What follows belongs to an exercise in optimizing a design on an open flow for small area, a short achievable clock period and few clock cycles; a production flow would make more cautious choices. RTL that was checked went through simulation tests only; none was proved equivalent to the original. The RTL of runs 5 to 7 was laid out without a check of its function.

==> flow/design.v <==
module fh_tdiv (
    input  wire               clk,
    input  wire               rst,
    input  wire               start,
    input  wire signed [19:0] e,
    input  wire signed [31:0] f,
    input  wire               e_sat,
    input  wire               f_sat,
    input  wire [39:0]        per,
    input  wire [2:0]         sh3,
    input  wire [3:0]         sh4,
    input  wire [1:0]         dec_phase,
    input  wire signed [16:0] tgt,
    input  wire signed [15:0] toff,
    input  wire [19:0]        tmin,
    output wire               ready,
    output reg                done,
    output reg  signed [15:0] t,
    output reg                lowq
);
    reg        idle, rdy, s_mul, s_div, s_fin;
    assign     ready = rdy;
    reg [2:0]  cnt;
    wire       last_m = (cnt != 3'd0) & (cnt == jl);
    wire       last_d = (cnt == (skip ? 3'd3 : 3'd4));
    reg [39:0]  x;        
    reg [41:0]  acc;      
    reg [39:0]  p_r;      
    reg [18:0]  e_r;      
    reg [1:0]   ph_r;     
    wire [16:0] tgt_r = {t, lowq};
    reg [17:0]  toff_r;   
    reg [1:0]   m_r;
    reg [2:0]   jl;       
    reg [2:0]   ts;       
    reg         skip;     
    reg         neg;
    reg         nodiv;
    reg         ovf_r;    
    wire [6:0]  v     = 7'd62 + {4'd0, sh3} - {3'd0, sh4};    
    wire [2:0]  b     = 3'd7 - v[2:0];
    wire        f_neg = f[31];
    wire [30:0] f_mag = f[30:0] ^ {31{f_neg}};                
    wire [37:0] x_sh  = ({7'd0, f_mag} << b) | ({38{f_neg}} & ~({38{1'b1}} << b));
    wire        no_d  = e[19] | e_sat | f_sat | ({1'b0, e[18:0]} <= tmin);
    reg         xl;       
    wire [8:0]  dg = {x[7:0], xl};
    reg  [40:0] r [0:3];
    reg  [3:0]  ng;
    integer     i;
    always @(*) begin
        for (i = 0; i < 4; i = i + 1) begin
            ng[i] = dg[2*i+2] & ~(dg[2*i+1] & dg[2*i]);
            r[i]  = ((dg[2*i+1] ^ dg[2*i]) ? {1'b0, p_r} :
                     ((dg[2*i+2] ^ dg[2*i+1]) ? {p_r, 1'b0} : 41'd0)) ^ {41{ng[i]}};
        end
    end
    wire [50:0] msum = {10'd0, acc[40:0]} + {9'd0, ~acc[41], 41'd0}
                     + {10'd0, r[0]} + {8'd0, r[1], 2'd0} + {6'd0, r[2], 4'd0} + {4'd0, r[3], 6'd0}
                     + {44'd0, ng[3], 1'b0, ng[2], 1'b0, ng[1], 1'b0, ng[0]}
                     + {3'd0, ~ng[3], 1'b0, ~ng[2], 1'b0, ~ng[1], 1'b0, ~ng[0], 41'd0}
                     + {10'b1110101010, 41'd0};
    reg  [18:0] r0;
    reg  [19:0] abits;
    reg         hi_nz;
    always @(*) begin
        case (ts)
            3'd0: begin r0 = msum[26:8];  abits = {msum[7:0], x[39:28]};  end
            3'd1: begin r0 = msum[34:16]; abits = {msum[15:0], x[39:36]}; end
            3'd2: begin r0 = msum[42:24]; abits = msum[23:4];             end
            3'd3: begin r0 = msum[50:32]; abits = msum[31:12];            end
            3'd4: begin r0 = {8'd0, msum[50:40]}; abits = msum[39:20];    end
            3'd5: begin r0 = {16'd0, msum[50:48]}; abits = msum[47:28];   end
            default: begin r0 = 19'd0; abits = {5'd0, msum[50:36]};       end
        endcase
        case (ts)
            3'd0:    hi_nz = |acc[41:19];
            3'd1:    hi_nz = |acc[41:27];
            3'd2:    hi_nz = |acc[41:35];
            default: hi_nz = 1'b0;
        endcase
    end
    function [5:0] bitlen;
        input [39:0] v;
        integer k;
        begin
            bitlen = 6'd0;
            for (k = 0; k < 40; k = k + 1)
                if (v[k]) bitlen = k + 1;
        end
    endfunction
    wire [5:0]  bl_x  = bitlen(x);
    wire [5:0]  bl_p  = bitlen(p_r);
    wire [5:0]  bl_e  = bitlen({21'd0, e_r});
    wire [2:0]  nb    = bl_x[5:3] + 3'd1;                   
    wire [2:0]  j_m1  = (nb < 3'd2) ? 3'd1 : nb - 3'd1;
    wire        sk    = {1'b0, bl_x} + {1'b0, bl_p} <= {2'd0, bl_e} + 7'd35 + {2'd0, m_r, 3'd0};
    function [20:0] r4step;    
        input [18:0] r;
        input [1:0]  a;
        input [18:0] d;
        input [20:0] d3;
        reg   [21:0] w, d1, d2, dd3;
        begin
            w   = {1'b0, r, a};
            d1  = w - {3'b0, d};
            d2  = w - {2'b0, d, 1'b0};
            dd3 = w - {1'b0, d3};
            if (!dd3[21])     r4step = {2'd3, dd3[18:0]};
            else if (!d2[21]) r4step = {2'd2, d2[18:0]};
            else if (!d1[21]) r4step = {2'd1, d1[18:0]};
            else              r4step = {2'd0, w[18:0]};
        end
    endfunction
    wire [18:0] rem = acc[18:0];
    wire [20:0] st1 = r4step(rem,       x[39:38], e_r, p_r[20:0]);
    wire [20:0] st2 = r4step(st1[18:0], x[37:36], e_r, p_r[20:0]);
    wire [27:0] lo    = {2'd0, ph_r[0] ? p_r[25:0] : 26'd0} + {1'd0, ph_r[1] ? p_r[24:0] : 25'd0, 1'b0}
                      + 28'h2000000;
    wire [17:0] off   = {4'd0, ph_r[0] ? p_r[39:26] : 14'd0} + {3'd0, ph_r[1] ? p_r[39:25] : 15'd0}
                      + {{2{toff_r[15]}}, toff_r[15:0]} + {{2{tgt_r[16]}}, tgt_r[16:1]}
                      + {17'd0, tgt_r[16] & tgt_r[0]};
    wire        first  = s_mul & (cnt == 3'd0);
    wire        second = s_mul & (cnt == 3'd1);
    wire [17:0] m     = x[18:1];
    wire        ovf   = ~nodiv & (ovf_r | x[19]);
    wire [19:0] mx    = nodiv ? {18'd0, ph_r} : (neg ? ~{2'b00, m} : {2'b00, m});
    wire        cin   = ~nodiv & (neg ^ x[0]);
    wire [19:0] sum   = {{2{toff_r[17]}}, toff_r} + mx + {19'd0, cin};
    wire        s_hi  = ~sum[19] & (|sum[18:15]);
    wire        s_lo  =  sum[19] & ~(&sum[18:15]);
    always @(posedge clk) begin
        if (rst) begin
            idle  <= 1'b1;
            rdy   <= 1'b1;
            s_mul <= 1'b0;
            s_div <= 1'b0;
            s_fin <= 1'b0;
            done  <= 1'b0;
        end else begin
            done <= s_fin;
            rdy <= s_fin | (rdy & ~start);
            if (idle) begin
                if (start) begin
                    idle  <= 1'b0;
                    s_mul <= 1'b1;
                end
            end
            if (first & nodiv) begin
                s_mul <= 1'b0;
                s_fin <= 1'b1;
            end
            if (s_mul & last_m) begin
                s_mul <= 1'b0;
                s_div <= 1'b1;
            end
            if (s_div & last_d) begin
                s_div <= 1'b0;
                s_fin <= 1'b1;
            end
            if (s_fin) begin
                s_fin <= 1'b0;
                idle  <= 1'b1;
            end
        end
    end
    always @(posedge clk) begin
        if (idle | (s_mul & last_m) | (s_div & last_d)) cnt <= 3'd0;
        else              cnt <= cnt + 3'd1;
    end
    always @(posedge clk) begin
        if (idle) begin
            x   <= {2'd0, x_sh};
            acc <= 42'd0;
            xl  <= f_neg;      
        end else if (s_mul) begin
            if (last_m) begin
                x   <= skip ? {abits[15:0], 24'd0} : {abits, 20'd0};
                acc <= {msum[49:27], skip ? {r0[14:0], abits[19:16]} : r0};
            end else begin
                x   <= {msum[7:0], x[39:8]};
                acc <= msum[49:8];
                xl  <= x[7];
            end
        end else begin
            x   <= {x[35:0], st1[20:19], st2[20:19]};
            acc <= {acc[41:19], st2[18:0]};
        end
    end
    always @(posedge clk) begin
        if (s_mul & last_m)
            p_r[20:0] <= {2'd0, e_r} + {1'd0, e_r, 1'b0};
        if (idle) begin
            p_r    <= per;
            e_r    <= e[18:0];
            ph_r   <= dec_phase;
            toff_r <= {{2{toff[15]}}, toff};
            m_r    <= v[4:3] - 2'd1;
            neg    <= f_neg;
            nodiv  <= no_d;
        end
        if (first) begin
            toff_r <= off;
            ph_r   <= lo[27:26];
        end
        if (second)
            toff_r <= toff_r + {16'd0, ph_r};
        if (first) begin
            jl   <= j_m1;
            ts   <= 3'd4 + {1'b0, m_r} - j_m1;
            skip <= sk;
        end
        if (s_div & (cnt == 3'd0))
            ovf_r <= hi_nz | (rem >= e_r);
    end
    always @(posedge clk) begin
        if (idle) begin
            t    <= tgt[16:1];
            lowq <= tgt[0];
        end else if (ovf) begin
            t    <= neg ? -16'sd32768 : 16'sd32767;
            lowq <= 1'b1;
        end else begin
            t    <= s_hi ? 16'sd32767 : s_lo ? -16'sd32768 : sum[15:0];
            lowq <= nodiv | s_hi | s_lo;
        end
    end
endmodule
==> flow/flow/run.sh <==
#!/bin/bash
# The standard layout on the design's SDC, with two changes to how it is
# made: repair_timing is asked for setup slack of at least 16 ns, so that it
# sizes and buffers the critical paths instead of stopping at the 22 ns
# constraint, and every port still gets its buffer, but a plain buf_1 (which
# repair may size up) instead of the delay cell buffer_ports picks.
set -euo pipefail
bash standard.sh "BUFFER_PORTS_ARGS=-buffer_cell sky130_fd_sc_hd__buf_1" \
    SETUP_SLACK_MARGIN=16 finish > standard_flow.log 2>&1
==> flow/standard.sh <==
#!/bin/bash
# synth_recipe.tcl (not shown) runs the flow's synth.tcl, then flattens the netlist and writes it again
# the make line also repeats each setting of config.mk as NAME=value (left out here)
make -C /OpenROAD-flow-scripts/flow DESIGN_CONFIG=/design/flow/config.mk WORK_HOME=/design/flow/orfs CLKGATE_MAP_FILE= SYNTH_SCRIPT=/design/flow/synth_recipe.tcl "${@:-finish}"
==> flow/config.mk <==
export PLATFORM = sky130hd
export DESIGN_NAME = fh_tdiv
export DESIGN_NICKNAME = fh_tdiv
export VERILOG_FILES = /design/flow/design.v
export SDC_FILE = /design/flow/constraint.sdc
export NUM_CORES = 4
export LEC_CHECK = 0
export CAP_MARGIN = 20
export CORE_MARGIN = 2
export CORE_UTILIZATION = 65
export SLEW_MARGIN = 20
export TNS_END_PERCENT = 0
==> flow/constraint.sdc <==
create_clock -name core_clock -period 22.0 [get_ports {clk}]
set_input_delay 4.4000 -clock core_clock [delete_from_list [all_inputs] [get_ports {clk}]]
set_output_delay 4.4000 -clock core_clock [all_outputs]
set_load 0.01 [all_outputs]
==> results of run 1 <==
[through the flow]
stage | hold slack [ps] | utilization
2_1_floorplan | 429 | -
3_3_place_gp | 442 | 0.677
3_5_place_dp | 463 | 0.677
4_1_cts | 473 | 0.731
5_1_grt | 501 | 0.740
6_report | 472 | 0.740
[worst reg2reg max path, delay by kind of cell, from the launching register on]
family	cells	cell delay [ps]
AOI/OAI and AO/OA	6	1430
xor gates and xnor gates	2	580
adders and majority gates	5	2130
buffers and inverters	9	1030
DFF	1	390
muxes	1	190
and+or+nand+nor	5	770
[state kept, by name, indices dropped and copies added, names as in the netlist, 2 cells and up]
| register | count |
|---|---|
| acc | 42 |
| p_r | 40 |
| x | 40 |
| e_r | 19 |
| toff_r | 18 |
| t | 16 |
| cnt | 3 |
| jl | 3 |
| ts | 3 |
| m_r | 2 |
| ph_r | 2 |
[repair_timing]
item | CTS | global route
pin swaps | 54 | 37
cloned | 15 | 2
gates resized for setup | 243 | 63
buffers inserted | 83 | 22
setup endpoints to repair | 82 | 72
[synth_stat cells (67+ instances only)]
cell type,number
inv_1,446
ha_1,415
nor2_1,363
a21oi_1,346
nand2_1,272
xnor2_1,257
clkbuf_1,205
o21ai_0,190
xor2_1,167
a22oi_1,162
fa_1,152
a21o_1,108
dfxtp_1,108
nor3_1,93
edfxtp_1,92
nand3_1,75
and2_1,72
mux2i_1,71
a211oi_1,67
[metal layers]
| layer | wire length (um) | vias up |
|---|---|---|
| met1 | 51400 | 17300 |
| li1 | - | 16300 |
| met2 | 56700 | 2543 |
| met4 | 10600 | 4 |
| met5 | 22 | - |
| met3 | 18100 | 662 |
[layout make-up]
class	count	area, um2
multi-input combinational	3600	29200
fill	4222	14000
sequential	200	4960
timing repair buffer	342	2530
inverter	452	1730
tap	696	871
clock buffer	21	492
clock inverter	11	100
antenna	2	5.00
[how the worst min path moves through the flow]
stage	from	endpoint	slack, ps	cells past startpoint
after floorplan	s_fin	idle	430	2
after global placement	rdy	rdy	440	2
after detailed placement	rdy	rdy	460	2
after CTS	rdy	rdy	470	2
after global routing	s_fin	done	500	1
final	rdy	rdy	470	2
[kinds of logic (layout without fill, tap and decap cells)]
| logic type | after synthesis | in the layout | share of synthesized area |
|---|---|---|---|
| AND/OR/NAND/NOR | 1149 | 1149 | 0.155 |
| flip-flops | 200 | 200 | 0.139 |
| adder cells (fa/ha/maj) | 567 | 567 | 0.232 |
| other | 0 | 2 | 0 |
| buffers and inverters | 704 | 826 | 0.0751 |
| multiplexers | 117 | 117 | 0.0404 |
| XOR/XNOR | 424 | 424 | 0.105 |
| AO/OA/AOI/OAI | 1343 | 1343 | 0.255 |
==> impl_results.md, run 1 <==
- Fmax: 0.150 GHz
- Crit path capture: x[39]
- Slew margin rel.: 0.267
- Cells after DPL: 5168
- Post-synth EDFFs: around 90
- Gate Count Post-Synth: 4504
- Slew @ Worst Pin: 1090 ps
- Routed WL per cell: 25.7 um
- H-tree Lvls: 4
- Iteration-0 DRC Markers: between 4000 and 5000
- Buffers and inverters on the worst path: 9
- Critical path capture point type: register
- Top_reg_cell synth: dfxtp_1
- Slowest cell on crit path: fa_1
- Core ar.: between 50000 and 60000 um2
- Rows: 85
- Minimum clock period: 6650 ps
- DRC errors left: 0
- Final net count: 5339
- CTS tree: done
- TritonRoute pass-1 iters: 10
- Reg2Reg Setup Slack: 15350 ps
- Number of CTS-inserted buffers: 17
- Ys Warns: 2
- Synth top area share: 0.146
- Commonest cells after routing, fill and taps aside: inv_1, ha_1, nor2_1
- Final non-filler cell area: 39900 um2
- Largest area contributor in the netlist: ha_1
- Unique masters post-synth: ~110
- Post-synthesis sequential area ratio: 0.139
- Synth top area cells: ha_1, fa_1, edfxtp_1
- Number of primary I/O pins: 178
- GP Congestion: 1.11
- Clock latency (worst-skew pair): 510 ps
- Met3 Resource Use GR: 0.136
- CP required: 22380 ps
- Fin crit share: 0.302
- Largest net degree at the start of global routing: 79
- Crit path max fanout: 9
- Root buffer cell: clkbuf_16
- Most used routing layer: met2
- Finished Layout Cells: 5324
- Initial core utilization: 0.659
- Vias: 36800
- Vias in the first global route: 34400
- Count of final max-slew check failures: 0
- Hold Buf Count CTS: 0
- Die H: approximately 240 um
- Hold Vio Cnt, Final: 0
- Share of cells above drive strength 1: 0.109
- Asr flop ratio synth: 0
- GRT Overall Usage: 0.472
- Most common cell after layout, fill and taps aside: inv_1
- Synthesized area: 35500 um2
- Detailed Place HPWL: approximately 100000 um
- Die X: 238 um
- Die area: 56500 um2
- Setup TNS: 0 ps
- Clk_skew: 20.2 ps
- RSZ-0062 raised after global routing: true
- Launching point of the worst reg2reg path: x[1]
- Critical path arrival: 7030 ps
- CP peak stage delay: 520 ps
- Met1 usage: 0.606
- Setup crit start: x[1]
- Clk buf depth: 2
- Detail Route Antenna Nets: 0
- Port Buf Inserts: 177
- #FFs+latches synth: 200
- Family with the most delay on the worst path: adder cells
- Setup ws final: 15350 ps
- Overflow after GRT: 0
- Clk pin slew, worst setup/hold paths: 80 ps
- Nature of the critical path startpoint: register
- Critical path class: register to register
- Cell Area, Placed: approximately 37000 um2
- Met2 Usage GRT: 0.691
- Pre-CTS setup slack: 14080 ps
- Area Growth Syn to Fin: 12.4%
- WP depth: 28
- Mean Syn Cell Area: between 7 and 8 um2
- DR vias/cell: 6.91
- Worst Hold Class: register to register
- Initial antenna violation count: 4
- Status: complete, no violations
- # setup viols final: 0
- WL final: about 140000 um
- First-pass GRT wire length: 204000 um
- Worst r2r path cells: 28
- Max Cap Viol: 0
- Clock sinks: 200
- R2r endpoint: x[39]
- CP dominant cell by count: fa_1
- Syn_nets: 5230
Testbench counts, summed over its fixed seeds: cycles 9,880.
==> run 2, diff against run 1 <==
--- a/flow/config.mk
+++ b/flow/config.mk
@@ -8,5 +8,5 @@
 export CAP_MARGIN = 20
 export CORE_MARGIN = 2
-export CORE_UTILIZATION = 65
+export CORE_UTILIZATION = 55
 export SLEW_MARGIN = 20
 export TNS_END_PERCENT = 0
==> run 2 against run 1 <==
Still clean on timing, DRC and antenna. First-iteration DRC count down 14%. Fmax grew 1.8%. Sequential share of layout area decreased by 0.15 points. Synthesized cell count unchanged. Via count shrank 3.2%. Register-to-register slack improved by 120 ps. Setup slack better by 120 ps. Global-route usage decreased by 5.9 points. Critical path type unchanged. Critical endpoint is now acc[7].
==> impl_results.md, run 2 <==
- Clk buf depth: 2
- Synth top area cells: ha_1, fa_1, edfxtp_1
- Number of primary I/O pins: 178
- Slew margin rel.: 0.313
- Fmax: 0.153 GHz
- Post-synthesis mux area share: 0.0404
- Final non-filler cell area: 40400 um2
- Unique masters post-synth: 106
- Vias in the first global route: 33800
- Slowest cell on crit path: a2111oi_0
- Biggest register: acc
- Top flop regs: acc x42, p_r x40, x x40
- Initial antenna violation count: 6
- Die area: 66600 um2
- Setup crit start: x[1]
- Slew @ Worst Pin: 1020 ps
- Nature of the critical path startpoint: register
- Compound-gate portion of the synthesized area: 0.255
- Reg2Reg Setup Slack: 15470 ps
- Die H: 258 um
- TritonRoute pass-1 iters: 6
- Main combinational cell family by area after synthesis: compound AO/OA/AOI/OAI gates
- Synth Area in XOR/XNOR: 0.105
- Status: complete, no violations
- First-pass GRT wire length: around 210000 um
- Hold Buf Count CTS: 0
- GP Congestion: 1.07
- Top_reg_cell synth: dfxtp_1
- Filler cell count: 5869
- Rows: 93
- DRC errors left: 0
- Root buffer cell: clkbuf_16
- Crit path max fanout: 5
- Share of cells above drive strength 1: 0.114
- Multi-input gate area: 29300 um2
- Max reg flops: 42
- Synth top area share: 0.146
- Final net count: between 5000 and 6000
- Pre-CTS setup slack: about 14000 ps
- Gate Count Post-Synth: 4504
- RSZ-0062 raised after global routing: true
- Syn_nets: 5230
- Adder-cell share of the synthesized area: 0.232
- Port Buf Inserts: 177
- Core ar.: about 64000 um2
- Setup TNS: 0 ps
- Minimum clock period: between 6000 and 7000 ps
- Commonest cells after routing, fill and taps aside: inv_1, ha_1, nor2_1
- #FFs+latches synth: 200
- H-tree Lvls: 4
- Initial core utilization: 0.554
- Clk_skew: 27.6 ps
- Detail Route Antenna Nets: 0
- Max Cap Viol: 0
- Post-synth EDFFs: 92
- CTS tree: done
- GRT Overall Usage: 0.413
- Post-synthesis sequential area ratio: 0.139
- Register area: 4960 um2
- Buffers and inverters on the worst path: 11
- Hold_ws: 465 ps
- Hold path start: rdy
- Critical path capture point type: register
- Vias: 35600
- Critical path arrival: approximately 7000 ps
- Area Growth Syn to Fin: 13.7%
- Synth cell count leaders: inv_1, ha_1, nor2_1
- Fraction of the mapped netlist area in simple logic gates: 0.155
- Detailed Place HPWL: a little over 100000 um
- Setup ws final: 15470 ps
- Largest net degree at the start of global routing: between 60 and 70
- Hold Vio Cnt, Final: 0
- Worst Hold Class: register to register
- Mean Syn Cell Area: about 7.9 um2
- Most common cell after layout, fill and taps aside: inv_1
- Critical path class: register to register
- Largest area contributor in the netlist: ha_1
- WL final: approximately 140000 um
- Most common cell in the netlist: inv_1
- # setup viols final: 0
- DR vias/cell: 6.47
- CP peak stage delay: 600 ps
- Family with the most delay on the worst path: adder cells
- Asr flop ratio synth: 0
- Number of CTS-inserted buffers: 17
- Cell Area, Placed: 36800 um2
- CP dominant cell by count: buf_12
- Ys Warns: 2
- Synthesized area: 35500 um2
- Clk pin slew, worst setup/hold paths: 90 ps
- Clock sinks: 200
- CP required: 22460 ps
- Routed WL per cell: 25.4 um
- Iteration-0 DRC Markers: 3978
- Count of final max-slew check failures: 0
- Die X: 258 um
- Launching point of the worst reg2reg path: x[1]
- Overflow after GRT: 0
- Clock latency (worst-skew pair): 530 ps
- Fin crit share: 0.297
run 2: cell count changes in the layout (fill, tap and decap cells not counted), sizes merged:
| cell | change |
|---|---|
| inv | +1 |
| clkbuf | -4 |
| buf | +24 |
| bufbuf | +1 |
| clkinv | +2 |
| clkinvlp | +1 |
| diode | -1 |
run 2: final cells by class:
class,instances,area share
Antenna cell,1,0.0000619
Clock buffer,17,0.0105
Clock inverter,15,0.00415
Inverter,452,0.0432
Multi-Input combinational cell,3600,0.724
Sequential cell,200,0.123
Tap cell,855,0.0265
Timing Repair Buffer,367,0.0688
run 2: final timing paths:
kind	end	depth (start not counted)
setup / recovery	acc[7]	29
hold / removal	rdy	2
setup reg to reg	acc[7]	29
hold reg to reg	rdy	2
run 2: logic make-up (layout without fill, tap and decap cells):
family	after synthesis	count (layout)
flip-flops	200	200
multiplexers	117	117
other	0	1
AO/OA/AOI/OAI	1343	1343
adder cells (fa/ha/maj)	567	567
AND/OR/NAND/NOR	1149	1149
XOR/XNOR	424	424
buffers and inverters	704	851
run 2: stage by stage:
stage	instances	utilization
final	5507	0.630
after global routing	5506	0.630
after CTS	5499	0.628
after detailed placement	5333	0.573
after global placement	5332	0.573
after floorplan	4504	-
run 2: worst register-to-register path: cells and delay by family, from the launching register on:
family | cells | cell delay [ps]
xor+xnor | 1 | 120
mux | 1 | 90
flops | 1 | 380
simple gates | 4 | 690
compound gates | 7 | 1770
buf+inv | 11 | 1310
fa+ha+maj | 5 | 2090
run 2: repair_timing:
action,CTS,global route
setup endpoints to repair,81,69
buffers inserted,116,6
gates cloned,18,1
resized for setup,301,16
pin swaps,112,14
run 2: routing by layer:
layer | part of all wire | global-route usage | up-vias
met1 | 0.41 | 0.543 | 17000
li1 | - | - | 16400
met4 | 0.061 | 0.223 | 8
met5 | 0.00036 | 0 | -
met3 | 0.10 | 0.0987 | 417
met2 | 0.43 | 0.625 | 1867
==> run 3, diff against run 2 <==
==> flow/flow/run.sh (replaced) <==
#!/bin/bash
# The standard layout on the design's SDC, with two changes to how it is
# made: repair_timing is asked for setup slack of at least 15 ns, so that it
# sizes and buffers the critical paths instead of stopping at the 22 ns
# constraint, and every port still gets its buffer, but a plain buf_1 (which
# repair may size up) instead of the delay cell buffer_ports picks.
set -euo pipefail
bash standard.sh "BUFFER_PORTS_ARGS=-buffer_cell sky130_fd_sc_hd__buf_1" \
    SETUP_SLACK_MARGIN=15 finish > standard_flow.log 2>&1
--- a/flow/config.mk
+++ b/flow/config.mk
@@ -8,5 +8,5 @@
 export CAP_MARGIN = 20
 export CORE_MARGIN = 2
-export CORE_UTILIZATION = 55
+export CORE_UTILIZATION = 60
 export SLEW_MARGIN = 20
 export TNS_END_PERCENT = 0
==> run 3 against run 2 <==
Critical path depth down 4. Critical path type unchanged. Still clean. Sequential share of layout area up 0.69 points. Cell area down 5.6%. Non-clock buffer count down 102. Global-route usage up 0.94 points. Final cell count down 3.3%. Clock-buffer cell count up 2. Clock skew down 9.9 ps.
==> impl_results.md, run 3 <==
- Reg2Reg Setup Slack: 15030 ps
- Top_reg_cell synth: dfxtp_1
- Overflow after GRT: 0
- Count of final max-slew check failures: 0
- Core ar.: 58800 um2
- Vias: 35100
- Post-synth EDFFs: about 90
- Synth Area in XOR/XNOR: 0.105
- Critical path arrival: 7400 ps
- Worst r2r path cells: 25
- Vias in the first global route: approximately 32000
- Fmax: 0.144 GHz
- Hold path start: rdy
- DRC errors left: 0
- Share of cells above drive strength 1: 0.0721
- Synthesized area: ~36000 um2
- Die X: around 250 um
- Detailed Place HPWL: 102000 um
- Slew margin rel.: 0.278
- RSZ-0062 raised after global routing: true
- Compound-gate portion of the synthesized area: 0.255
- Clock sinks: 200
- Fin crit share: 0.317
- CP required: 22430 ps
- Critical path class: register to register
- Filler cell count: 5372
- Initial core utilization: 0.604
- Syn_nets: 5230
- H-tree Lvls: 4
- Cells after DPL: 5249
- Post-synthesis sequential area ratio: 0.139
- Nature of the critical path startpoint: register
- Root buffer cell: clkbuf_16
- Detail Route Antenna Nets: 0
- #FFs+latches synth: 200
- Hold path endpoint: rdy
- Asr flop ratio synth: 0
- Number of primary I/O pins: 178
- Hold Vio Cnt, Final: 0
- Largest net degree at the start of global routing: 70
- Mean Syn Cell Area: slightly below 8 um2
- First-pass GRT wire length: 196000 um
- GRT Overall Usage: 0.422
- Biggest register: acc
- # setup viols final: 0
- Area Growth Syn to Fin: 7.33%
- Clk pin slew, worst setup/hold paths: ~80 ps
- R2r endpoint: acc[2]
- Gate Count Post-Synth: 4504
- Status: complete, no violations
- Number of CTS-inserted buffers: 17
- Hold Buf Count CTS: 0
- Minimum clock period: 6970 ps
- Synth cell count leaders: inv_1, ha_1, nor2_1
- Synth top area cells: ha_1, fa_1, edfxtp_1
- Finished Layout Cells: approximately 5300
- Crit path max fanout: 41
- Iteration-0 DRC Markers: 4013
- DR vias/cell: 6.60
- Critical path capture point type: register
- Fin util: 0.649
- Most common cell after layout, fill and taps aside: inv_1
- Most common cell in the netlist: inv_1
- Unique masters post-synth: about 110
- Commonest cells after routing, fill and taps aside: inv_1, ha_1, nor2_1
- Port Buf Inserts: approximately 180
- Register area: 4940 um2
- Launching point of the worst reg2reg path: x[2]
- Multi-input gate area: 28500 um2
- Top flop regs: acc x42, p_r x40, x x40
- Clock latency (worst-skew pair): just over 500 ps
- Rows: 89
- Main combinational cell family by area after synthesis: compound AO/OA/AOI/OAI gates
- Largest area contributor in the netlist: ha_1
- Die H: 247 um
- GP Congestion: 1.05
- Initial antenna violation count: 5
- Die area: 61200 um2
- Synth top area share: 0.146
- CTS tree: done
- Final net count: about 5300
- WHS Path Cells: 2
- Clk_skew: between 15 and 20 ps
- Post-synthesis mux area share: 0.0404
- Ys Warns: 2
- Clk buf depth: 2
- TritonRoute pass-1 iters: 6
- Worst Hold Class: register to register
- Slew @ Worst Pin: 1080 ps
- WL final: 132000 um
- Routed WL per cell: 24.7 um
- Setup TNS: 0 ps
- Max Cap Viol: 0
- Fraction of the mapped netlist area in simple logic gates: 0.155
- Adder-cell share of the synthesized area: 0.232
- Max reg flops: 42
run 3: changes by cell type in the layout (fill, tap and decap cells not counted), sizes merged:
cell,before,now
buf,356,261
bufbuf,10,1
clkbuf,18,22
clkinv,6,7
diode,1,2
inv,455,452
run 3: cell families after synthesis:
family | after synthesis
AOI/OAI and AO/OA | 1343
xor gates and xnor gates | 424
adders and majority gates | 567
buffers and inverters | 704
DFF | 200
muxes | 117
and+or+nand+nor | 1149
run 3: cell type report:
class                   count  share of cell area
multi-input cells        3600               0.747
flip-flops and latches    200               0.130
inverters                 452              0.0449
repair buffers            265              0.0382
well taps                 773              0.0254
clock buffers              19              0.0116
clock inverters            13             0.00308
diodes                      2            0.000131
run 3: worst max-delay path by stage:
stage	from	endpoint	slack, ps	depth (start not counted)
3_3_place_gp	x[3]	x[37]	14320	25
2_1_floorplan	sh3[0]	x[28]	15210	10
5_1_grt	x[39]	acc[4]	14890	30
6_report	x[2]	acc[2]	15030	25
4_1_cts	x[39]	acc[5]	14930	28
3_5_place_dp	x[3]	x[37]	14190	25
run 3: worst max-delay path, cell delays in order, from the launching register on:
cell       delay [ps]
dfxtp_2           450
inv_1             100
ha_1              370
buf_12            230
nor2_4            220
bufbuf_16         370
a22oi_1           100
xnor2_1           160
fa_1              530
inv_1              50
fa_1              470
inv_1              50
fa_1              370
ha_1              370
and3_1            250
and3_1            250
a21oi_4           100
a21oi_1           350
xor2_1            670
mux2i_1           290
nor2_1            150
a21o_1             90
a221o_1           280
mux2i_1           110
o221a_1           270
a211oi_1          190
run 3: routing by layer:
layer | global-route usage | wire [um] | vias up
met3 | 0.0868 | 14000 | 396
met5 | 0 | 42 | -
met4 | 0.198 | 7180 | 6
met1 | 0.567 | 53800 | 16700
met2 | 0.649 | 56700 | 1864
li1 | - | - | 16100
run 3: stage by stage:
stage / hold WS [ps] / area [um2] / setup WS, ps
floorplan: 429 / 35500 / 15210
global placement: 453 / 36600 / 14320
detailed placement: 452 / 36600 / 14190
CTS: 470 / 37500 / 14930
global route: 502 / 38100 / 14890
finish: 466 / 38100 / 15030
run 3: repair_timing:
action / CTS / global route
endpoints found under the setup margin: 45 / 48
hold endpoints to repair: 0 / 0
pin swaps: 6 / 13
cloned: 1 / 0
setup buffers: 15 / 25
gates resized for setup: 45 / 93
==> run 4, diff against run 3 <==
==> flow/flow/run.sh (replaced) <==
#!/bin/bash
# The standard layout on the design's SDC, with two changes to how it is
# made: repair_timing is asked for setup slack of at least 17 ns, so that it
# sizes and buffers the critical paths instead of stopping at the 22 ns
# constraint, and every port still gets its buffer, but a plain buf_1 (which
# repair may size up) instead of the delay cell buffer_ports picks.
set -euo pipefail
bash standard.sh "BUFFER_PORTS_ARGS=-buffer_cell sky130_fd_sc_hd__buf_1" \
    SETUP_SLACK_MARGIN=17 finish > standard_flow.log 2>&1
==> run 4 against run 3 <==
Highest routed layer unchanged. Flip-flop and latch count unchanged. Sequential share of layout area decreased by 0.57 points. Core utilization rose by 3.1 points. Critical endpoint is now acc[4].
==> impl_results.md, run 4 <==
- Status: complete, no violations
- CTS tree: done
- Max reg flops: 42
- Detail Route Antenna Nets: 0
- Fmax: 0.155 GHz
- Crit path max fanout: 6
- Max Cap Viol: 0
- Critical path class: register to register
- Root buffer cell: clkbuf_16
- Die H: 247 um
- Routed WL per cell: 25.2 um
- Share of cells above drive strength 1: 0.108
- Die X: 247 um
- Biggest register: acc
- Worst r2r path cells: 26
- Number of CTS-inserted buffers: 17
- Mean Syn Cell Area: 7.89 um2
- Top flop regs: acc x42, p_r x40, x x40
- RSZ-0062 raised after global routing: true
- Clk pin slew, worst setup/hold paths: 90 ps
- Detailed Place HPWL: 102000 um
- # setup viols final: 0
- Nature of the critical path startpoint: register
- Most common cell in the netlist: inv_1
- Synth top area share: 0.146
- Worst Hold Class: register to register
- Rows: 89
- Asr flop ratio synth: 0
- Iteration-0 DRC Markers: 4186
- Initial antenna violation count: 4
- Slew @ Worst Pin: 1100 ps
- Slew margin rel.: 0.267
- Post-synth EDFFs: 92
- Fin crit share: 0.294
- Vias in the first global route: 33100
- Number of primary I/O pins: ~180
- Clock sinks: 200
- Critical path arrival: 6870 ps
- DRC errors left: 0
- Clk_skew: 26.6 ps
- Port Buf Inserts: 177
- H-tree Lvls: 4
- Minimum clock period: around 6500 ps
- WL final: 136000 um
- Top_reg_cell synth: dfxtp_1
- WHS Path Cells: 2
- Launching point of the worst reg2reg path: xl
- #FFs+latches synth: 200
- Die area: between 60000 and 70000 um2
- TritonRoute pass-1 iters: 8
- First-pass GRT wire length: 203000 um
- Clock latency (worst-skew pair): 530 ps
- Final net count: 5342
- Unique masters post-synth: 106
- Hold path endpoint: rdy
- Largest net degree at the start of global routing: 88
- Synth top area cells: ha_1, fa_1, edfxtp_1
- DR vias/cell: 6.64
- Filler cell count: roughly 5000
- Post-synthesis sequential area ratio: 0.139
- Clk buf depth: 2
- Hold Vio Cnt, Final: 0
- Critical path capture point type: register
- Reg2Reg Setup Slack: 15540 ps
- GP Congestion: 1.06
- Vias: 35900
- Setup TNS: 0 ps
- R2r endpoint: acc[4]
- Count of final max-slew check failures: 0
- GRT Overall Usage: 0.438
- Ys Warns: 2
- Initial core utilization: 0.604
- Gate Count Post-Synth: roughly 4500
- Hold path start: rdy
- Synthesized area: 35500 um2
- Largest area contributor in the netlist: ha_1
- Core ar.: a little under 60000 um2
- Most common cell after layout, fill and taps aside: inv_1
- Synth cell count leaders: inv_1, ha_1, nor2_1
- Commonest cells after routing, fill and taps aside: inv_1, ha_1, nor2_1
- Syn_nets: 5230
- Area Growth Syn to Fin: 12.4%
- Overflow after GRT: 0
- CP required: roughly 22000 ps
==> run 4: critical path: stages, from the launching register on <==
cell      delay (ps)
edfxtp_1         420
ha_4             270
buf_12           140
nor2_4           200
buf_12           150
buf_16           110
a22oi_1           70
xnor2_1          180
fa_1             510
inv_1             50
fa_1             480
inv_1             50
fa_1             500
ha_4             310
and3_4           190
and3_4           200
a21oi_4           70
a211oi_4         350
buf_4            180
nor2_1            40
xnor2_1          670
a21oi_1          260
nor3_1           190
a221oi_1          70
o21ai_1          200
o22ai_1          210
nor4_1           260
==> run 4: layer usage <==
metal  up-vias  track usage  wire length [um]
li1      16300            -                 -
met1     16900        0.578             53800
met2      2173        0.657             57500
met3       458        0.105             16000
met4         4        0.242              9050
met5         -            0                26
==> run 4: cell families after synthesis <==
logic type,after synthesis,synth area share
DFF,200,0.139
buffers and inverters,704,0.0751
xor gates and xnor gates,424,0.105
AOI/OAI and AO/OA,1343,0.255
adders and majority gates,567,0.232
and+or+nand+nor,1149,0.155
muxes,117,0.0404
==> run 4: worst max-delay path by stage <==
| stage | from | to | slack (ps) | cells past startpoint |
|---|---|---|---|---|
| after floorplan | sh3[1] | x[32] | 15790 | 13 |
| after global placement | x[4] | acc[11] | 14040 | 24 |
| after detailed placement | x[4] | acc[11] | 14050 | 24 |
| after CTS | xl | acc[13] | 15730 | 28 |
| after global routing | xl | x[36] | 15390 | 26 |
| final | xl | acc[4] | 15540 | 26 |
==> run 4: what timing repair did <==
item,in CTS,in global routing
hold buffers,0,0
resized for setup,251,41
gates cloned,11,0
setup buffers,90,24
endpoints found under the setup margin,127,131
pin swaps,79,44
==> run 4: cell type report <==
type / count / area [um2] / area share
multi-input combinational: 3600 / 29300 / 0.732
inverter: 452 / 1770 / 0.0443
antenna: 2 / 5.00 / 0.000125
sequential: 200 / 4950 / 0.124
tap: 773 / 967 / 0.0242
timing repair buffer: 345 / 2390 / 0.0599
clock buffer: 18 / 429 / 0.0107
clock inverter: 14 / 179 / 0.00448
==> run 4: through the flow <==
| stage | setup WS, ps | instance area (um2) | hold slack [ps] | utilization | std cells |
|---|---|---|---|---|---|
| floorplan | 15790 | 35600 | 429 | - | 4504 |
| global placement | 14040 | 36600 | 443 | 0.623 | 5245 |
| detailed placement | 14050 | 36600 | 457 | 0.623 | 5245 |
| CTS | 15730 | 39500 | 468 | 0.673 | 5378 |
| global route | 15390 | 39900 | 502 | 0.679 | 5402 |
| finish | 15540 | 39900 | 472 | 0.679 | 5404 |
==> run 5, diff against run 4 <==
--- a/flow/design.v
+++ b/flow/design.v
@@ -61,17 +61,42 @@
                      + {3'd0, ~ng[3], 1'b0, ~ng[2], 1'b0, ~ng[1], 1'b0, ~ng[0], 41'd0}
                      + {10'b1110101010, 41'd0};
-    reg  [18:0] r0;
-    reg  [19:0] abits;
+    wire [82:0]  zz = {msum, x[39:8]};
+    wire [135:0] zx = {53'd0, zz};
+    wire         lm = s_mul & last_m;
+    wire         nm = s_mul & ~last_m;
+    wire         dv = ~idle & ~s_mul;
+    wire [6:0]   sa, sb;               
+    genvar       gk, gi;
+    generate
+        for (gk = 0; gk < 7; gk = gk + 1) begin : g_sel
+            assign sa[gk] = lm & ~skip & (ts == gk);
+            assign sb[gk] = lm &  skip & (ts == gk);
+        end
+    endgenerate
+    wire [39:0]  x_dv = {x[35:0], st1[20:19], st2[20:19]};
+    reg  [41:0]  acc_d;
+    reg  [39:0]  x_d;
+    integer      ia, ik;
+    always @(*) begin
+        for (ia = 0; ia < 42; ia = ia + 1) begin
+            if (ia < 19) begin
+                acc_d[ia] = (nm & zx[40 + ia]) | (dv & st2[ia]);
+                for (ik = 0; ik < 7; ik = ik + 1)
+                    acc_d[ia] = acc_d[ia] | (sa[ik] & zx[8*ik + 40 + ia]) | (sb[ik] & zx[8*ik + 36 + ia]);
+            end else
+                acc_d[ia] = ~idle & zx[40 + ia];
+        end
+        for (ia = 0; ia < 40; ia = ia + 1) begin
+            x_d[ia] = (nm & zx[ia]) | (dv & x_dv[ia]) | (idle & (ia < 38 ? x_sh[ia % 38] : 1'b0));
+            if (ia >= 20)
+                for (ik = 0; ik < 7; ik = ik + 1)
+                    x_d[ia] = x_d[ia] | (sa[ik] & zx[8*ik + ia]);
+            if (ia >= 24)
+                for (ik = 0; ik < 7; ik = ik + 1)
+                    x_d[ia] = x_d[ia] | (sb[ik] & zx[8*ik + ia - 4]);
+        end
+    end
     reg         hi_nz;
     always @(*) begin
-        case (ts)
-            3'd0: begin r0 = msum[26:8];  abits = {msum[7:0], x[39:28]};  end
-            3'd1: begin r0 = msum[34:16]; abits = {msum[15:0], x[39:36]}; end
-            3'd2: begin r0 = msum[42:24]; abits = msum[23:4];             end
-            3'd3: begin r0 = msum[50:32]; abits = msum[31:12];            end
-            3'd4: begin r0 = {8'd0, msum[50:40]}; abits = msum[39:20];    end
-            3'd5: begin r0 = {16'd0, msum[50:48]}; abits = msum[47:28];   end
-            default: begin r0 = 19'd0; abits = {5'd0, msum[50:36]};       end
-        endcase
         case (ts)
             3'd0:    hi_nz = |acc[41:19];
@@ -170,21 +195,10 @@
     end
     always @(posedge clk) begin
-        if (idle) begin
-            x   <= {2'd0, x_sh};
-            acc <= 42'd0;
-            xl  <= f_neg;      
-        end else if (s_mul) begin
-            if (last_m) begin
-                x   <= skip ? {abits[15:0], 24'd0} : {abits, 20'd0};
-                acc <= {msum[49:27], skip ? {r0[14:0], abits[19:16]} : r0};
-            end else begin
-                x   <= {msum[7:0], x[39:8]};
-                acc <= msum[49:8];
-                xl  <= x[7];
-            end
-        end else begin
-            x   <= {x[35:0], st1[20:19], st2[20:19]};
-            acc <= {acc[41:19], st2[18:0]};
-        end
+        x   <= x_d;
+        acc <= acc_d;
+        if (idle)
+            xl <= f_neg;       
+        else if (nm)
+            xl <= x[7];
     end
     always @(posedge clk) begin
==> flow/flow/run.sh (replaced) <==
#!/bin/bash
# The standard layout on the design's SDC, with two changes to how it is
# made: repair_timing is asked for setup slack of at least 16 ns, so that it
# sizes and buffers the critical paths instead of stopping at the 22 ns
# constraint, and every port still gets its buffer, but a plain buf_1 (which
# repair may size up) instead of the delay cell buffer_ports picks.
set -euo pipefail
bash standard.sh "BUFFER_PORTS_ARGS=-buffer_cell sky130_fd_sc_hd__buf_1" \
    SETUP_SLACK_MARGIN=16 finish > standard_flow.log 2>&1
--- a/flow/config.mk
+++ b/flow/config.mk
@@ -8,5 +8,5 @@
 export CAP_MARGIN = 20
 export CORE_MARGIN = 2
-export CORE_UTILIZATION = 60
+export CORE_UTILIZATION = 40
 export SLEW_MARGIN = 20
 export TNS_END_PERCENT = 0
==> run 5 against run 4 <==
Core utilization down 23 points. Flip-flop and latch count unchanged. Clock skew up 3.3 ps. Global-route usage down 14 points. Synthesized cell count up 0.62%. Routed wire length up 6.3%. Critical path type is now primary input to register.
==> impl_results.md, run 5 <==
- Top flop regs: acc x42, p_r x40, x x40
- Critical path arrival: 7370 ps
- Status: complete, no violations
- Cell Area, Placed: about 38000 um2
- Most common cell after layout, fill and taps aside: inv_1
- Core ar.: 89700 um2
- WL final: about 140000 um
- Port Buf Inserts: approximately 180
- Root buffer cell: clkbuf_16
- Largest area contributor in the netlist: ha_1
- Synth top area cells: ha_1, fa_1, edfxtp_1
- Overflow after GRT: 0
- Family with the most delay on the worst path: compound AO/OA/AOI/OAI gates
- Commonest cells after routing, fill and taps aside: inv_1, ha_1, a21oi_1
- Area Growth Syn to Fin: 10.4%
- Iteration-0 DRC Markers: about 4000
- GP Congestion: 1.01
- Minimum clock period: 6980 ps
- Unique masters post-synth: between 100 and 150
- Rows: 110
- Initial core utilization: 0.403
- Nature of the critical path startpoint: primary input
- CTS tree: done
- Setup TNS: 0 ps
- Number of CTS-inserted buffers: 17
- Slowest cell on crit path: mux4_2
- Post-synthesis sequential area ratio: 0.136
- Clk buf depth: 2
- # setup viols final: 0
- Asr flop ratio synth: 0
- Synthesized area: roughly 36000 um2
- Detail Route Antenna Nets: 0
- Fin util: 0.445
- Vias: approximately 36000
- Synth top area share: 0.143
- Initial antenna violation count: 4
- Slew margin rel.: 0.184
- H-tree Lvls: 4
- Fmax: 0.143 GHz
- Fin crit share: 0.317
- Detailed Place HPWL: 109000 um
- CP peak stage delay: 550 ps
- Multi-input gate area: roughly 29000 um2
- TritonRoute pass-1 iters: 8
- Die H: about 300 um
- Final net count: 5329
- First-pass GRT wire length: 215000 um
- Number of primary I/O pins: approximately 180
- CP Cell Sequence: buf_8 > inv_8 > ha_4 > inv_4 > ha_4 > mux4_2 > xnor2_2 > nor2_1 > a221o_1 > a221oi_2 > o221ai_1 > a221o_1 > a21oi_1 > o21ai_0 > nor3_1 > o211ai_1
- Clock latency (worst-skew pair): 550 ps
- Clk_skew: 29.9 ps
- Filler cell count: 9149
- #FFs+latches synth: 200
- RSZ-0062 raised after global routing: true
- Gate Count Post-Synth: around 4500
- Slew @ Worst Pin: between 1000 and 1500 ps
- Max Cap Viol: 0
- DR vias/cell: 6.29
- Critical path class: primary input to register
- Critical path capture point type: register
- Crit path max fanout: 7
- Routed WL per cell: 25.0 um
- Post-synth EDFFs: 92
- Clk pin slew, worst setup/hold paths: about 80 ps
- Synth cell count leaders: inv_1, ha_1, a21oi_1, nor2_1, nand2_1
- DRC errors left: 0
- Vias in the first global route: between 30000 and 40000
- Most common cell in the netlist: inv_1
- Die area: 92800 um2
- Count of final max-slew check failures: 0
- Worst Hold Class: register to register
- Largest net degree at the start of global routing: a little over 80
- Ys Warns: 2
- Mean Syn Cell Area: roughly 8 um2
- Hold Vio Cnt, Final: 0
- Share of cells above drive strength 1: 0.0895
- Die X: 305 um
- Clock sinks: 200
- GRT Overall Usage: 0.300
- Max reg flops: 42
- Biggest register: acc
- Top_reg_cell synth: dfxtp_1
- Final non-filler cell area: 39900 um2
- Buffers and inverters on the worst path: 3
- Register area: 4930 um2
- Syn_nets: 5257
- CP required: 22390 ps
run 5: changes by cell type after synthesis, sizes merged, moves of 13 or more:
cell / before / now
nor2: 365 / 304
a21oi: 349 / 305
o221ai: 14 / 55
nor3: 95 / 119
a21o: 108 / 85
inv: 449 / 426
a22oi: 164 / 143
nand2b: 47 / 64
a222oi: 1 / 16
nor3b: 7 / 21
o2111ai: 5 / 19
a31oi: 42 / 29
run 5: cells by family (layout without fill, tap and decap cells):
group,Yosys count,count (layout),share of synthesized area
compound gates,1389,1391,0.269
simple gates,1168,1168,0.159
buf+inv,690,773,0.0727
fa+ha+maj,566,566,0.228
xor+xnor,425,425,0.104
flops,200,200,0.136
mux,94,94,0.0313
other cells,0,2,0
run 5: stage by stage:
| stage | instances | hold WS [ps] | worst slack [ps] |
|---|---|---|---|
| 2_1_floorplan | 4532 | 426 | 14820 |
| 3_3_place_gp | 5706 | 454 | 13480 |
| 3_5_place_dp | 5706 | 467 | 13410 |
| 4_1_cts | 5768 | 479 | 15050 |
| 5_1_grt | 5793 | 505 | 14880 |
| 6_report | 5795 | 474 | 15020 |
run 5: worst register-to-register path, cell delays in order, from the launching register on:
cell,delay (ps)
dfxtp_2,400
inv_1,140
ha_4,310
buf_12,170
nor2_4,190
buf_12,150
buf_4,140
buf_16,190
a22oi_1,110
xnor2_1,190
fa_1,520
inv_1,70
fa_1,490
inv_1,50
fa_1,440
ha_1,410
a21oi_1,270
o21ai_4,130
o211ai_1,390
buf_4,200
a2111oi_4,50
or2_4,320
o311a_1,550
a221oi_2,590
o31a_1,240
o2111ai_1,110
run 5: worst paths after layout:
check / startpoint / to / slack (ps) / depth (start not counted)
max: sh3[1] / x[34] / 15020 / 16
min: rdy / rdy / 470 / 2
max reg2reg: x[1] / acc[4] / 15060 / 25
min reg2reg: rdy / rdy / 470 / 2
run 5: layout make-up:
type,count,share of cell area
Antenna cell,2,0.000125
Clock buffer,17,0.0107
Clock inverter,15,0.00433
Inverter,427,0.0412
Multi-Input combinational cell,3644,0.736
Sequential cell,200,0.124
Tap cell,1176,0.0369
Timing Repair Buffer,314,0.0473
run 5: routing by layer:
metal / wire length (um) / vias up / track usage
li1: - / 16600 / -
met1: 60400 / 17600 / 0.401
met2: 63400 / 1832 / 0.466
met3: 14100 / 398 / 0.0633
met4: 7000 / 2 / 0.134
met5: 13 / - / 0
run 5: timing repair:
| item | CTS | global route |
|---|---|---|
| gates resized for setup | 74 | 94 |
| setup buffers | 29 | 20 |
| setup endpoints to repair | 84 | 85 |
| pin swaps | 14 | 30 |
| hold buffers | 0 | 0 |
| cloned | 1 | 5 |
==> run 6, diff against run 5 <==
--- a/flow/design.v
+++ b/flow/design.v
@@ -88,5 +88,5 @@
         end
         for (ia = 0; ia < 40; ia = ia + 1) begin
-            x_d[ia] = (nm & zx[ia]) | (dv & x_dv[ia]) | (idle & (ia < 38 ? x_sh[ia % 38] : 1'b0));
+            x_d[ia] = (nm & zx[ia]) | (dv & x_dv[ia]);
             if (ia >= 20)
                 for (ik = 0; ik < 7; ik = ik + 1)
@@ -195,5 +195,5 @@
     end
     always @(posedge clk) begin
-        x   <= x_d;
+        x   <= idle ? {2'd0, x_sh} : x_d;
         acc <= acc_d;
         if (idle)
--- a/flow/config.mk
+++ b/flow/config.mk
@@ -8,5 +8,5 @@
 export CAP_MARGIN = 20
 export CORE_MARGIN = 2
-export CORE_UTILIZATION = 40
+export CORE_UTILIZATION = 70
 export SLEW_MARGIN = 20
 export TNS_END_PERCENT = 0
==> run 6 against run 5 <==
The flow now stops in global routing. Synthesized cell count shrank 1.1%. Synthesized area decreased by 1.5%.
==> impl_results.md, run 6 <==
- Status: did not finish
- Stopping stage: global routing
- Err: [ERROR GRT-0232] Routing congestion too high. Check the congestion heatmap in the GUI.
- Detailed Place HPWL: roughly 100000 um
- Gate Count Post-Synth: roughly 4500
- Worst endpoint type: register data pin
- Synthesized area: 35600 um2
- Synth cell count leaders: ha_1, inv_1, a21oi_1
- GP Congestion: 1.13
- Overflow after GRT: 52
- Ys Warns: 2
- Clk buf depth: 2
- Unique masters post-synth: 112
- Number of primary I/O pins: between 150 and 200
- Port Buf Inserts: between 150 and 200
- H-tree Lvls: 4
- Post-synth EDFFs: 92
- Synth top area cells: ha_1, fa_1, edfxtp_1
- Die X: around 230 um
- Post-synthesis sequential area ratio: 0.138
- Asr flop ratio synth: 0
- Number of CTS-inserted buffers: 17
- GR repair worst EP: acc[10]$_DFF_P_/D
- Hold Buf Count CTS: 0
- Initial core utilization: 0.709
- Largest net degree at the start of global routing: 99
- GRT Overall Usage: 0.796
- Clock sinks: 200
- Root buffer cell: clkbuf_16
- Initial antenna violation count: 30
- Pre-CTS setup slack: around 14000 ps
- Most common cell in the netlist: ha_1
- Largest area contributor in the netlist: ha_1
- Die H: 229 um
- Synth top area share: 0.146
- Syn_nets: 5209
- Rows: 82
- Top_reg_cell synth: dfxtp_1
- Mean Syn Cell Area: roughly 7.9 um2
- #FFs+latches synth: 200
run 6: changes by cell type after synthesis, sizes merged, moves of 13 or more:
cell | before | now
nand3 | 87 | 100
xnor2 | 266 | 211
nand2b | 64 | 44
nand2 | 274 | 304
nor3 | 119 | 106
and2 | 71 | 84
o221ai | 55 | 31
a221oi | 37 | 63
a21oi | 305 | 337
xor2 | 159 | 200
inv | 426 | 391
run 6: timing repair:
item / in CTS
cloned: 13
endpoints found under the setup margin: 82
pin swaps: 35
endpoints found under the hold margin: 0
gates resized for setup: 190
buffers inserted: 68
run 6: per-layer routing:
layer / track usage / overflow
met4: 0.691 / 17
met5: 0.535 / 0
met3: 0.698 / 9
met1: 0.816 / 9
met2: 0.920 / 17
run 6: through the flow:
stage	util	std cells	cell area, um2
4_1_cts	0.783	5262	39300
3_5_place_dp	0.732	5149	36700
3_3_place_gp	0.732	5148	36700
2_1_floorplan	-	4484	35600
run 6: worst max path at each step:
stage | startpoint | end | slack (ps) | cells after the start
floorplan | sh3[1] | x[9] | 15650 | 10
global placement | x[1] | acc[6] | 14430 | 23
detailed placement | x[1] | acc[6] | 14250 | 23
CTS | x[1] | acc[1] | 15830 | 24
run 6: cells by family after synthesis:
family | synth area share
AOI/OAI and AO/OA | 0.266
and+or+nand+nor | 0.164
buffers and inverters | 0.0702
adders and majority gates | 0.231
xor gates and xnor gates | 0.101
DFF | 0.138
muxes | 0.0287
==> run 7, diff against run 6 <==
--- a/flow/config.mk
+++ b/flow/config.mk
@@ -8,5 +8,5 @@
 export CAP_MARGIN = 20
 export CORE_MARGIN = 2
-export CORE_UTILIZATION = 70
+export CORE_UTILIZATION = 60
 export SLEW_MARGIN = 20
 export TNS_END_PERCENT = 0
==> run 7 against run 6 <==
Now clean on timing, DRC and antenna. Synthesized area unchanged. Synthesized cell count unchanged.
==> impl_results.md, run 7 <==
- Fraction of the mapped netlist area in simple logic gates: 0.164
- #FFs+latches synth: 200
- Biggest register: acc
- Top_reg_cell synth: dfxtp_1
- Compound-gate portion of the synthesized area: 0.266
- Largest net degree at the start of global routing: 94
- Vias: about 38000
- WL final: about 150000 um
- Top flop regs: acc x42, p_r x40, x x40
- Fin util: 0.697
- Worst Hold Class: register to register
- Iteration-0 DRC Markers: approximately 5100
- Vias in the first global route: 35100
- Minimum clock period: 6420 ps
- Detail Route Antenna Nets: 0
- Clk_skew: roughly 35 ps
- Number of CTS-inserted buffers: 17
- Reg2Reg Setup Slack: 15580 ps
- Launching point of the worst reg2reg path: x[2]
- R2r endpoint: acc[15]
- Count of final max-slew check failures: 0
- Hold Vio Cnt, Final: 0
- Die H: 248 um
- DRC errors left: 0
- Routed WL per cell: 27.7 um
- Rows: 89
- Initial antenna violation count: 6
- Finished Layout Cells: between 5000 and 6000
- Synth top area share: 0.146
- H-tree Lvls: 4
- Slowest cell on crit path: fa_1
- Ys Warns: 2
- Commonest cells after routing, fill and taps aside: inv_1, ha_1, a21oi_1
- Hold path endpoint: rdy
- Synth Area in XOR/XNOR: 0.101
- Final non-filler cell area: between 40000 and 50000 um2
- Clock latency (worst-skew pair): 520 ps
- Max Cap Viol: 0
- GRT Overall Usage: 0.463
- Synth top area cells: ha_1, fa_1, edfxtp_1
- Hold path start: rdy
- Cell Area, Placed: 36900 um2
- Worst r2r path cells: 28
- Core ar.: approximately 59000 um2
- Slew margin rel.: 0.204
- Clk pin slew, worst setup/hold paths: 100 ps
- Critical path arrival: 6820 ps
- Number of primary I/O pins: approximately 180
- Post-synthesis sequential area ratio: 0.138
- Clk buf depth: 2
- Adder-cell share of the synthesized area: 0.231
- CP required: roughly 22000 ps
- Synth cell count leaders: ha_1, inv_1, a21oi_1
- Die area: 61300 um2
- CP dominant cell by count: buf_12
- Filler cell count: roughly 4800
- TritonRoute pass-1 iters: 10
- Gate Count Post-Synth: approximately 4500
- Nature of the critical path startpoint: register
- Asr flop ratio synth: 0
- Unique masters post-synth: 112
- # setup viols final: 0
- Critical path class: register to register
- Final net count: 5359
- Slew @ Worst Pin: 1190 ps
- Post-synthesis mux area share: 0.0287
- WHS Path Cells: 2
- Fmax: 0.156 GHz
- GP Congestion: 1.07
- Buffers and inverters on the worst path: 10
- Share of cells above drive strength 1: 0.119
- Most common cell in the netlist: ha_1
- CTS tree: done
- Initial core utilization: 0.605
- Clock sinks: 200
- Critical path capture point type: register
- Synthesized area: 35600 um2
- DR vias/cell: 7.01
- Post-synth EDFFs: 92
- Die X: 248 um
- Register area: 4960 um2
- Syn_nets: 5209
- Main combinational cell family by area after synthesis: compound AO/OA/AOI/OAI gates
- Largest area contributor in the netlist: ha_1
- Family with the most delay on the worst path: adder cells
- Fin crit share: 0.292
- Max reg flops: 42
- CP peak stage delay: roughly 520 ps
- Area Growth Syn to Fin: 15.1%
- Mean Syn Cell Area: between 7 and 8 um2
- Detailed Place HPWL: about 100000 um
- Multi-input gate area: 29800 um2
- Crit path max fanout: 9
- Port Buf Inserts: ~180
- Cells after DPL: 5261
- Overflow after GRT: 0
- Setup TNS: 0 ps
- RSZ-0062 raised after global routing: true
- Root buffer cell: clkbuf_16
- Status: complete, no violations
- First-pass GRT wire length: 214000 um
-- run 7: cell counts after synthesis --
No cell type changed its count.
-- run 7: how the worst max path moves through the flow --
stage                      start       to  slack, ps  depth (start not counted)
final                       x[2]  acc[15]      15580                         28
after floorplan           sh3[1]     x[9]      15650                         10
after CTS                 p_r[3]   acc[0]      15900                         23
after global routing        x[2]  acc[15]      15460                         28
after detailed placement    x[1]  acc[12]      14180                         23
after global placement      x[1]  acc[16]      14220                         22
-- run 7: layer usage --
layer / vias to the layer above / global-route usage / share of wire
li1: 16600 / - / -
met1: 17900 / 0.589 / 0.37
met2: 2807 / 0.670 / 0.41
met3: 737 / 0.163 / 0.15
met4: 4 / 0.283 / 0.075
met5: - / 0 / 0.00018
-- run 7: worst reg2reg max path: cells and delay by family (launching register included) --
| family | cells | cell delay [ps] |
|---|---|---|
| simple gates | 6 | 1130 |
| buf+inv | 10 | 1240 |
| xor+xnor | 2 | 360 |
| fa+ha+maj | 5 | 1940 |
| compound gates | 5 | 1270 |
| flops | 1 | 370 |
-- run 7: area by class of cell --
class	instances	share of cell area
Multi-Input combinational cell	3640	0.728
Inverter	391	0.0370
Timing Repair Buffer	383	0.0745
Tap cell	773	0.0236
Clock inverter	13	0.00348
Sequential cell	200	0.121
Clock buffer	19	0.0116
Antenna cell	4	0.000244
Timing Repair inverter	1	0.000214
-- run 7: kinds of logic after synthesis --
logic type	count (synthesis)
mux	83
compound gates	1386
xor+xnor	411
buf+inv	645
flops	200
fa+ha+maj	566
simple gates	1193
-- run 7: what timing repair did --
action / 4_1_cts / 5_1_grt
gates resized for setup: 246 / 119
buffers inserted: 79 / 26
cloned: 18 / 4
hold buffers: 0 / 0
pin swaps: 46 / 44
setup endpoints to repair: 82 / 67
-- run 7: per-stage QoR --
stage               setup slack [ps]  hold slack (ps)
detailed placement             14180              446
CTS                            15900              459
finish                         15580              458
global route                   15460              496
global placement               14220              444
floorplan                      15650              426

==> separate check: timing with driven ports <==
In the flow no input, the clock included, has a driving cell. The finished layouts below were timed again as built, in two steps. Step 1: set_driving_cell puts a clkbuf_16 on clk and a buf_2 on each other input, an assumption about the parent block. Step 2 times the ports against the registers' clock, not the clock port: input delays grow and output delays shrink by t, the midpoint of the rising clock arrivals with the driver on. Three values: ideal ports, drivers, drivers and shift; two values: the first two.
| run | t, ns | slack for setup (ns) | worst setup path after step 2 | worst register clock-pin slew, ns | cell pins on the clock port's net |
|---|---|---|---|---|---|
| run 1 | 0.559 | 15.351 / 15.351 / 15.135 | input to register | 0.09 / 0.09 | 1 |
| run 2 | 0.577 | 15.469 / 15.469 / 15.181 | input to register | 0.11 / 0.11 | 1 |
| run 3 | 0.564 | 15.032 / 15.032 / 14.739 | input to register | 0.09 / 0.09 | 1 |
| run 4 | 0.572 | 15.536 / 15.536 / 15.239 | input to register | 0.10 / 0.10 | 1 |
| run 5 | 0.595 | 15.020 / 15.034 / 14.439 | input to register | 0.10 / 0.10 | 1 |
| run 7 | 0.565 | 15.578 / 15.578 / 15.259 | input to register | 0.10 / 0.10 | 1 |
After both steps setup and hold are still met in every run listed. For run 5, which loses most, drivers alone change the setup slack by +0.014 ns; drivers and shift together by -0.581 ns.
